This is an optimization exercise on Yosys and OpenROAD, whose aim is small area, a short achievable clock period and few clock cycles per item, not a production implementation. The RTL was checked by simulation tests, not by an equivalence proof against the original design.

==> flow/design.v <==
module aes_sbox (
    input  wire [7:0] a,
    output wire [7:0] y
);
    wire T1, T2, T3, T4, T5, T6, T7, T8, T9, T10, T11, T12, T13, T14, T15, T16, T17, T18, T19, T20, T21, T22, T23, T24, T25, T26, T27, M1, M2, M3, M4, M5, M6, M7, M8, M9, M10, M11, M12, M13, M14, M15, M16, M17, M18, M19, M20, M21, M22, M23, M24, M25, M26, M27, M28, M29, M30, M31, M32, M33, M34, M35, M36, M37, M38, M39, M40, M41, M42, M43, M44, M45, M46, M47, M48, M49, M50, M51, M52, M53, M54, M55, M56, M57, M58, M59, M60, M61, M62, M63, L0, L1, L2, L3, L4, L5, L6, L7, L8, L9, L10, L11, L12, L13, L14, L15, L16, L17, L18, L19, L20, L21, L22, L23, L24, L25, L26, L27, L28, L29;
    wire U0, U1, U2, U3, U4, U5, U6, U7;
    assign {U0, U1, U2, U3, U4, U5, U6, U7} = a;
    assign T1 = U0 ^ U3;
    assign T2 = U0 ^ U5;
    assign T3 = U0 ^ U6;
    assign T4 = U3 ^ U5;
    assign T5 = U4 ^ U6;
    assign T6 = T1 ^ T5;
    assign T7 = U1 ^ U2;
    assign T8 = U7 ^ T6;
    assign T9 = U7 ^ T7;
    assign T10 = T6 ^ T7;
    assign T11 = U1 ^ U5;
    assign T12 = U2 ^ U5;
    assign T13 = T3 ^ T4;
    assign T14 = T6 ^ T11;
    assign T15 = T5 ^ T11;
    assign T16 = T5 ^ T12;
    assign T17 = T9 ^ T16;
    assign T18 = U3 ^ U7;
    assign T19 = T7 ^ T18;
    assign T20 = T1 ^ T19;
    assign T21 = U6 ^ U7;
    assign T22 = T7 ^ T21;
    assign T23 = T2 ^ T22;
    assign T24 = T2 ^ T10;
    assign T25 = T20 ^ T17;
    assign T26 = T3 ^ T16;
    assign T27 = T1 ^ T12;
    assign M1 = T13 & T6;
    assign M2 = T23 & T8;
    assign M3 = T14 ^ M1;
    assign M4 = T19 & U7;
    assign M5 = M4 ^ M1;
    assign M6 = T3 & T16;
    assign M7 = T22 & T9;
    assign M8 = T26 ^ M6;
    assign M9 = T20 & T17;
    assign M10 = M9 ^ M6;
    assign M11 = T1 & T15;
    assign M12 = T4 & T27;
    assign M13 = M12 ^ M11;
    assign M14 = T2 & T10;
    assign M15 = M14 ^ M11;
    assign M16 = M3 ^ M2;
    assign M17 = M5 ^ T24;
    assign M18 = M8 ^ M7;
    assign M19 = M10 ^ M15;
    assign M20 = M16 ^ M13;
    assign M21 = M17 ^ M15;
    assign M22 = M18 ^ M13;
    assign M23 = M19 ^ T25;
    assign M24 = M22 ^ M23;
    assign M25 = M22 & M20;
    assign M26 = M21 ^ M25;
    assign M27 = M20 ^ M21;
    assign M28 = M23 ^ M25;
    assign M29 = M28 & M27;
    assign M30 = M26 & M24;
    assign M31 = M20 & M23;
    assign M32 = M27 & M31;
    assign M33 = M27 ^ M25;
    assign M34 = M21 & M22;
    assign M35 = M24 & M34;
    assign M36 = M24 ^ M25;
    assign M37 = M21 ^ M29;
    assign M38 = M32 ^ M33;
    assign M39 = M23 ^ M30;
    assign M40 = M35 ^ M36;
    assign M41 = M38 ^ M40;
    assign M42 = M37 ^ M39;
    assign M43 = M37 ^ M38;
    assign M44 = M39 ^ M40;
    assign M45 = M42 ^ M41;
    assign M46 = M44 & T6;
    assign M47 = M40 & T8;
    assign M48 = M39 & U7;
    assign M49 = M43 & T16;
    assign M50 = M38 & T9;
    assign M51 = M37 & T17;
    assign M52 = M42 & T15;
    assign M53 = M45 & T27;
    assign M54 = M41 & T10;
    assign M55 = M44 & T13;
    assign M56 = M40 & T23;
    assign M57 = M39 & T19;
    assign M58 = M43 & T3;
    assign M59 = M38 & T22;
    assign M60 = M37 & T20;
    assign M61 = M42 & T1;
    assign M62 = M45 & T4;
    assign M63 = M41 & T2;
    assign L0 = M61 ^ M62;
    assign L1 = M50 ^ M56;
    assign L2 = M46 ^ M48;
    assign L3 = M47 ^ M55;
    assign L4 = M54 ^ M58;
    assign L5 = M49 ^ M61;
    assign L6 = M62 ^ L5;
    assign L7 = M46 ^ L3;
    assign L8 = M51 ^ M59;
    assign L9 = M52 ^ M53;
    assign L10 = M53 ^ L4;
    assign L11 = M60 ^ L2;
    assign L12 = M48 ^ M51;
    assign L13 = M50 ^ L0;
    assign L14 = M52 ^ M61;
    assign L15 = M55 ^ L1;
    assign L16 = M56 ^ L0;
    assign L17 = M57 ^ L1;
    assign L18 = M58 ^ L8;
    assign L19 = M63 ^ L4;
    assign L20 = L0 ^ L1;
    assign L21 = L1 ^ L7;
    assign L22 = L3 ^ L12;
    assign L23 = L18 ^ L2;
    assign L24 = L15 ^ L9;
    assign L25 = L6 ^ L10;
    assign L26 = L7 ^ L9;
    assign L27 = L8 ^ L10;
    assign L28 = L11 ^ L14;
    assign L29 = L11 ^ L17;
    assign y[7] = L6 ^ L24;
    assign y[6] = ~(L16 ^ L26);
    assign y[5] = ~(L19 ^ L28);
    assign y[4] = L6 ^ L21;
    assign y[3] = L20 ^ L22;
    assign y[2] = L25 ^ L29;
    assign y[1] = ~(L13 ^ L27);
    assign y[0] = ~(L6 ^ L23);
endmodule
module aes_subshift (
    input  wire [127:0] st,
    output wire [127:0] sr
);
    wire [127:0] sb;
    genvar i;
    generate
        for (i = 0; i < 16; i = i + 1) begin : g_sbox
            aes_sbox u_sbox (.a(st[127-8*i -: 8]), .y(sb[127-8*i -: 8]));
        end
        for (i = 0; i < 16; i = i + 1) begin : g_shift
            assign sr[127-8*i -: 8] = sb[127-8*(((i / 4 + i % 4) % 4) * 4 + i % 4) -: 8];
        end
    endgenerate
endmodule
module aes_mixcols (
    input  wire [127:0] a,
    output wire [127:0] y
);
    genvar c;
    generate
        for (c = 0; c < 4; c = c + 1) begin : g_col
            wire [7:0] a0 = a[127-32*c -: 8];
            wire [7:0] a1 = a[119-32*c -: 8];
            wire [7:0] a2 = a[111-32*c -: 8];
            wire [7:0] a3 = a[103-32*c -: 8];
            wire [7:0] u0 = a0 ^ a1;
            wire [7:0] u1 = a1 ^ a2;
            wire [7:0] u2 = a2 ^ a3;
            wire [7:0] u3 = a3 ^ a0;
            wire [7:0] x0 = {u0[6:0], 1'b0} ^ {3'b000, u0[7], u0[7], 1'b0, u0[7], u0[7]};
            wire [7:0] x1 = {u1[6:0], 1'b0} ^ {3'b000, u1[7], u1[7], 1'b0, u1[7], u1[7]};
            wire [7:0] x2 = {u2[6:0], 1'b0} ^ {3'b000, u2[7], u2[7], 1'b0, u2[7], u2[7]};
            wire [7:0] x3 = {u3[6:0], 1'b0} ^ {3'b000, u3[7], u3[7], 1'b0, u3[7], u3[7]};
            assign y[127-32*c -: 32] = {x0 ^ (u1 ^ a3),
                                        x1 ^ (u2 ^ a0),
                                        x2 ^ (u3 ^ a1),
                                        x3 ^ (u0 ^ a2)};
        end
    endgenerate
endmodule
module aes_tail (
    input  wire [127:0] mc,
    input  wire [127:0] sr,
    input  wire [127:0] st,
    input  wire         sel_mc,
    input  wire         sel_sr,
    input  wire         sel_st,
    input  wire [127:0] e,
    output wire [127:0] y
);
    wire [127:0] a = ({128{sel_mc}} & mc) | ({128{sel_sr}} & sr) | ({128{sel_st}} & st);
    assign y = a ^ e;
endmodule
module aes_kstail (
    input  wire [31:0]  wsb,
    input  wire         rot,
    input  wire [127:0] p,
    input  wire [127:0] wlo,
    input  wire [255:0] kb,
    input  wire         shift,
    output wire [255:0] y
);
    wire        sel_r = shift && rot;
    wire        sel_n = shift && !rot;
    wire [31:0] t = ({32{sel_r}} & {wsb[23:0], wsb[31:24]}) | ({32{sel_n}} & wsb);
    wire [255:0] base = shift ? {wlo, p} : kb;
    assign y = base ^ {128'd0, t, t, t, t};
endmodule
module key_cmac (
    input  wire         clk,
    input  wire         rst,
    input  wire         start,
    output wire         ready,
    output reg          done,
    input  wire [255:0] key,      
    input  wire [511:0] data,     
    input  wire [6:0]   len,      
    output wire [127:0] mac       
);
    wire [255:0] kb;
    genvar i;
    generate
        for (i = 0; i < 32; i = i + 1) begin : g_key
            assign kb[255 - 8*i -: 8] = key[8*i +: 8];
        end
    endgenerate
    reg         busy;
    reg [3:0]   rnd;       
    reg [2:0]   blk;       
    reg [6:0]   lenr;      
    reg [5:0]   lm1;       
    reg         kv;        
    reg [127:0] st;        
    reg [255:0] win;       
    reg [127:0] lk;        
    assign ready = !busy;
    generate
        for (i = 0; i < 16; i = i + 1) begin : g_mac
            assign mac[8*i +: 8] = st[127 - 8*i -: 8];
        end
    endgenerate
    wire [127:0] sr, mc;
    aes_subshift u_ss (.st(st), .sr(sr));
    aes_mixcols  u_mc (.a(sr), .y(mc));
    wire [127:0] rk = win[127:0];
    wire [31:0] wsb;
    aes_sbox u_ks0 (.a(win[31:24]), .y(wsb[31:24]));
    aes_sbox u_ks1 (.a(win[23:16]), .y(wsb[23:16]));
    aes_sbox u_ks2 (.a(win[15:8]),  .y(wsb[15:8]));
    aes_sbox u_ks3 (.a(win[7:0]),   .y(wsb[7:0]));
    reg [7:0] rcon;
    always @(*) begin
        case (rnd)
            4'd1:    rcon = 8'h01;
            4'd3:    rcon = 8'h02;
            4'd5:    rcon = 8'h04;
            4'd7:    rcon = 8'h08;
            4'd9:    rcon = 8'h10;
            4'd11:   rcon = 8'h20;
            4'd13:   rcon = 8'h40;
            default: rcon = 8'h00;
        endcase
    end
    wire [31:0]  p0  = win[255:224] ^ {rcon, 24'd0};
    wire [31:0]  p1  = p0 ^ win[223:192];
    wire [31:0]  p2  = p1 ^ win[191:160];
    wire [31:0]  p3  = p2 ^ win[159:128];
    wire [255:0] nwin;
    wire       hit   = kv && (win == kb);
    wire       go    = !busy && start;
    wire       fin   = busy && (rnd == 4'd14);
    wire       lkld  = busy && (rnd == 4'd0);        
    wire       load  = (lkld && !one) || (busy && rnd == 4'd15);
    wire       rndm  = busy && !fin && !lkld && !(rnd == 4'd15);
    wire       one   = (lm1[5:4] == 2'd0);            
    wire       lastb = (blk == {1'b0, lm1[5:4]} + 3'd1);
    wire       blk0  = (blk == 3'd0);
    wire       mid   = fin && !blk0 && !lastb;       
    wire       ldm   = load || mid;                  
    wire       nlast = (blk == {1'b0, lm1[5:4]});
    wire       full  = (lenr[3:0] == 4'd0);
    reg [127:0] mblk;
    integer p;
    always @(*) begin
        for (p = 0; p < 16; p = p + 1) begin
            if ({blk[1:0], p[3:0]} < lenr)
                mblk[127 - 8*p -: 8] = data[8*(16*blk[1:0] + p) +: 8];
            else if ({blk[1:0], p[3:0]} == lenr)
                mblk[127 - 8*p -: 8] = 8'h80;
            else
                mblk[127 - 8*p -: 8] = 8'h00;
        end
    end
    wire [127:0] k1 = {lk[126:0], 1'b0} ^ (lk[127] ? 128'h87 : 128'h0);
    wire [127:0] k2 = {k1[126:0], 1'b0} ^ (k1[127] ? 128'h87 : 128'h0);
    wire [127:0] bm = mblk ^ (nlast ? (full ? k1 : k2) : 128'd0);
    wire         hold = !busy && !start;
    wire [127:0] bk = (rndm || fin) ? rk : 128'd0;
    wire [127:0] bw = (go || load || mid) ? kb[255:128] : 128'd0;
    wire [127:0] e  = (bk ^ bw) ^ (bm & {128{ldm}});
    wire [127:0] nst;
    aes_tail u_tail (.mc(mc), .sr(sr), .st(st), .sel_mc(rndm), .sel_sr(fin),
                     .sel_st(hold), .e(e), .y(nst));
    aes_kstail u_kst (.wsb(wsb), .rot(rnd[0]), .p({p0, p1, p2, p3}), .wlo(win[127:0]),
                      .kb(kb), .shift(rndm), .y(nwin));
    always @(posedge clk) begin
        st <= nst;
        if (lkld)
            lk <= st;
        win <= nwin;
        if (!busy) begin
            lenr <= len;
            lm1  <= len[5:0] - 6'd1;
        end
        if (!busy || (fin && lastb))
            blk <= 3'd0;
        else if (ldm)
            blk <= blk + 3'd1;
        if (fin && blk0)
            rnd <= 4'd0;
        else if ((lkld && one) || (go && hit))
            rnd <= 4'd15;
        else if (rndm)
            rnd <= rnd + 4'd1;
        else
            rnd <= 4'd1;
    end
    always @(posedge clk) begin
        if (rst) begin
            busy <= 1'b0;
            done <= 1'b0;
            kv   <= 1'b0;
        end else begin
            done <= fin && !blk0 && lastb;
            if (!busy)
                busy <= start;
            else if (fin && !blk0 && lastb)
                busy <= 1'b0;
            if (fin && !blk0 && lastb)
                kv <= 1'b1;
            else if (!busy && !start)
                kv <= 1'b0;
        end
    end
endmodule
==> flow/flow/run.sh <==
#!/bin/bash
# Layout flow: the standard flow (standard.sh) with two changes:
#  - synthesis: ABC maps with flow/abc.script (area-recovering &nf mapping;
#    flow/abc_sbox.script for the S-box module) instead of ORFS's
#    abc_speed.script, without the 3-input xor/xnor cells and without
#    yosys's half/full adder extraction; everything else (synth_recipe.tcl:
#    register mapping, flattening, renaming) is unchanged;
#  - the port buffers are buf_1 cells (buffer_ports -buffer_cell).
# Each tool's log stays under orfs/logs; make's own output is in flow_make.log.
set -euo pipefail
WORK="$(cd "$(dirname "${BASH_SOURCE[0]}")/.." && pwd)"
cd "$WORK"
sed -e "s#SYNTH_SCRIPT=[^ ]*#SYNTH_SCRIPT=$WORK/flow/synth.tcl 'BUFFER_PORTS_ARGS=-buffer_cell sky130_fd_sc_hd__buf_1'#" \
    standard.sh > "$WORK/flow_standard.sh"
grep -q "SYNTH_SCRIPT=$WORK/flow/synth.tcl" "$WORK/flow_standard.sh"
export MY_ABC_SCRIPT="$WORK/flow/abc.script"
export MY_ABC_SBOX_SCRIPT="$WORK/flow/abc_sbox.script"
export FLOW_SYNTH_TCL="$WORK/synth_recipe.tcl"
bash "$WORK/flow_standard.sh" > "$WORK/flow_make.log" 2>&1
==> flow/flow/abc.script <==
&get -n
&st
&dch
&nf
&put
topo
==> flow/flow/abc_sbox.script <==
&get -n
&st
&dch
&nf -R 1000
&put
topo
==> flow/flow/synth.tcl <==
# The standard flow's synthesis script, with ABC's mapping script replaced by
# flow/abc.script (flow/abc_sbox.script for the S-box module), the 3-input
# xor/xnor cells kept out of ABC's mapping, and no half/full adder
# extraction (ABC maps that logic with the rest)
proc abc {args} {
  set i [lsearch -exact $args -script]
  foreach c {xor3_1 xor3_2 xor3_4 xnor3_1 xnor3_2 xnor3_4} {
    lappend args -dont_use sky130_fd_sc_hd__$c
  }
  if {$i < 0} {
    yosys abc {*}$args
    return
  }
  set sbox $args
  lset sbox [expr {$i + 1}] $::env(MY_ABC_SBOX_SCRIPT)
  lset args [expr {$i + 1}] $::env(MY_ABC_SCRIPT)
  yosys abc {*}$sbox aes_sbox
  yosys abc {*}$args * aes_sbox %d
}
proc extract_fa {args} {}
source $::env(FLOW_SYNTH_TCL)
==> flow/standard.sh <==
#!/bin/bash
# synth_recipe.tcl (not shown) runs the flow's synth.tcl, then flattens the netlist and writes it again
# the make line also repeats each setting of config.mk as NAME=value (left out here)
make -C /OpenROAD-flow-scripts/flow DESIGN_CONFIG=/design/flow/config.mk WORK_HOME=/design/flow/orfs CLKGATE_MAP_FILE= SYNTH_SCRIPT=/design/flow/synth_recipe.tcl "${@:-finish}"
==> flow/config.mk <==
export PLATFORM = sky130hd
export DESIGN_NAME = key_cmac
export DESIGN_NICKNAME = key_cmac
export VERILOG_FILES = /design/flow/design.v
export SDC_FILE = /design/flow/constraint.sdc
export NUM_CORES = 8
export LEC_CHECK = 0
export CAP_MARGIN = 20
export CORE_MARGIN = 2
export CORE_UTILIZATION = 55
export SETUP_SLACK_MARGIN = 4
export SLEW_MARGIN = 20
export SYNTH_HIERARCHICAL = 1
==> flow/constraint.sdc <==
create_clock -name core_clock -period 10.0 [get_ports {clk}]
set_input_delay 2.0000 -clock core_clock [delete_from_list [all_inputs] [get_ports {clk}]]
set_output_delay 2.0000 -clock core_clock [all_outputs]
set_load 0.01 [all_outputs]
==> summary.txt <==
## through the flow
stage | worst slack [ns] | hold WS [ns]
CTS | 3.95 | 0.483
floorplan | -27.50 | 0.448
detailed placement | 3.13 | 0.475
global route | 3.89 | 0.523
global placement | 3.02 | 0.472
finish | 4.16 | 0.484
## layer usage
layer | GRT usage | routed length, microns
met1 | 0.535 | 86200
met2 | 0.678 | 102000
met3 | 0.0931 | 24100
met4 | 0.247 | 14900
met5 | 0 | 21
## cell type report
type,instances,area (sq um)
diodes,6,15.0
clock buffers,98,2010
clock inverters,24,181
fillers,8366,31900
inverters,65,248
multi-input cells,5761,44600
flip-flops and latches,531,12100
well taps,1276,1600
repair buffers,1033,4410
## Yosys stat by module, one instance, submodules excluded, a selection
module | flip-flops and latches | cells inside
aes_kstail | 0 | 418
aes_mixcols | 0 | 432
aes_sbox | 0 | 125
aes_tail | 0 | 256
key_cmac | 531 | 2751
## registers in the layout, summed over array words and instances (netlist names)
signal and count:
lm1 2, busy 1, rnd 4, win 256
lk 128, blk 3, lenr 7, done 1
kv 1, st 128
## worst max-delay path: stages (launching register included)
cell and delay, ns:
dfxtp_1 0.54, xor2_1 0.29, xnor2_1 0.22, and2_0 0.36, xor2_2 0.33, xnor2_2 0.22
clkinv_1 0.18, nor2_1 0.19, xor2_1 0.11, a21oi_2 0.25, xor2_1 0.33, xor2_1 0.23
nor2_1 0.09, xnor2_2 0.15, buf_4 0.17, xor2_1 0.18, xnor2_2 0.51, xnor2_1 0.27
xor2_1 0.23, xnor2_1 0.46, a222oi_1 0.22, xnor2_1 0.17
## timing repair
action,4_1_cts,5_1_grt
resized for setup,173,263
setup endpoints to repair,124,209
pin swaps,13,38
buffers inserted,18,34
## path summary, 6_finish.rpt
check,from,to,depth (start not counted)
hold reg to reg,kv$_SDFFE_PP0P_,kv$_SDFFE_PP0P_,2
hold / removal,kv$_SDFFE_PP0P_,kv$_SDFFE_PP0P_,2
setup / recovery,st[10]$_DFF_P_,st[91]$_DFF_P_,21
setup reg to reg,st[10]$_DFF_P_,st[91]$_DFF_P_,21
## cell usage in the layout (no fill, tap or decap), drive strengths merged, types with 81 or more instances in the layout
cell type and n:
nor3 106, clkinv 81, dfxtp 394, buf 1033, clkbuf 98, xnor2 2138
mux2i 130, nor2 436, xor2 784, a22oi 140, nand2 861, edfxtp 137
a21oi 285, and3 102, a222oi 171, mux2 129, o21ai 98
## cells by family (layout without fill, tap and decap cells)
kind of cell    after synthesis  count (layout)
compound gates              863             863
buf+inv                      65            1220
other cells                   0               6
mux                         259             259
flops                       531             531
simple gates               1717            1717
xor+xnor                   2922            2922
==> reports/results.tsv <==
metric	value	unit
status	no timing/DRC/antenna violations	
YS warnings	7	
Mapped Area	53900	sq um
register bit total from synthesis	531	
Worst Skew	0.0203	ns
Startpoint Class	flop	
final hold vios	0	
cell chosen for the clock root	clkbuf_16	
Critical Path AT	6.38	ns
initial antenna violation count	11	
Core Rows	114	
worst slew pin tran	1.32	ns
Die H	317	microns
wire length per cell	25.8	microns
cell with the most instances after synthesis	xnor2_1	
Initial Utilization	0.556	
vias per cell	6.02	
ranking of synthesized cells by area	xnor2_1 35%, dfxtp_1 15%, xor2_1 13%	
Synth Area in Compound Gates	0.111	
max cap viols	0	
worst min-delay path category	flop to flop	
CTS Buf Count	69	
post-synthesis area per instance	8.48	sq um
cts hold-fix bufs	0	
top cells by count, synth	2138 x xnor2_1, 861 x nand2_1, 784 x xor2_1, 436 x nor2_1, 394 x dfxtp_1	
total number of vias	52900	
nets@finish	8239	
Yosys top cell by area	xnor2_1	
setup TNS	0	ns
level count of the clock H-tree	3	
critical path type	flop to flop	
largest net degree at the start of global routing	163	
Placer Congestion	1.04	
placed cell areas	59700	sq um
DP Wirelength	179000	microns
first-pass GRT wire length	318000	microns
mux cell area share after synthesis	0.0511	
Async SR Flop Fraction	0	
TritonCTS clock tree	done	
post-route clock period utilization	0.584	
Congestion Overflow GR	0	
vias in the first global route	48900	
relative slew slack	0.115	
TritonRoute pass-1 iters	10	
Post-synth EDFFs	137	
Most used DFF post-synth	dfxtp_1	
post-route cell area	65100	sq um
RSZ-0062 raised after global routing	true	
setup violators final	0	
initial detailed-routing violation count	6429	
top-area cell type share of the netlist area	0.347	
CORE AREA	97000	sq um
simple-gate share of the synthesized area	0.137	
Peak Freq	171	MHz
Die ar.	101000	sq um
Post-Synth XOR/XNOR Area	0.474	
CTS sink cnt	531	
crit path capture type	flop	
worst endpoint required time	10.54	ns
final WL	227000	microns
area grow syn2layout	20.8	%
post-synthesis cell type count	42	
Tot GR Track Use	0.427	
Non-Filler Instances	8794	
layout cell share with drive strength beyond 1	0.0873	
main combinational cell family by area after synthesis	XOR/XNOR gates	
placed cells	8614	
Die Wd	317	microns
Top Ports	908	
syn_nets	7135	
min Tclk post-route	5.84	ns
post-detailed-route count of antenna-violating nets	0	
DRC	0	
register area share after synthesis	0.223	
Worst-path clk slew	0.06	ns
post-synthesis cell count	6357	
Port Buffers	907	
Post-Synth Adder-Cell Area	0	
maximum clock path buffer count	3	
reg-to-reg setup timing slack	4.16	ns
worst skew pair latency	0.66	ns
final core utilization	0.672	
crit-path max FO	7	
Final Max Slew Viols	0	
Testbench counts, summed over its fixed seeds: cycles 17,345, items 384.

## separate check: timing with driven ports
In the flow no input, the clock included, has a driving cell. The finished layout below was timed again as built, in two steps. Step 1 sets driving cells, clkbuf_16 on the clock port and buf_2 on the other inputs (assumed; they add their load-dependent delay and slew). Step 2, shift: input delay + t, output delay - t, t = (earliest + latest rising clock arrival at the registers) / 2. This alone moves slack from input paths to output paths. a / b / c = no drivers / after step 1 / after step 2; a / b = the first two.
t (ns): 0.728
setup slack, ns: 4.159 / 4.159 / 4.159
worst setup path at the end: register to register
clock arrival spread, ns: 0.021 / 0.021
slew at the worst register clock pin (ns): 0.06 / 0.06
After both steps this run still meets setup and hold. For this run, drivers alone change the setup slack by 0.000 ns; drivers and shift together by 0.000 ns.
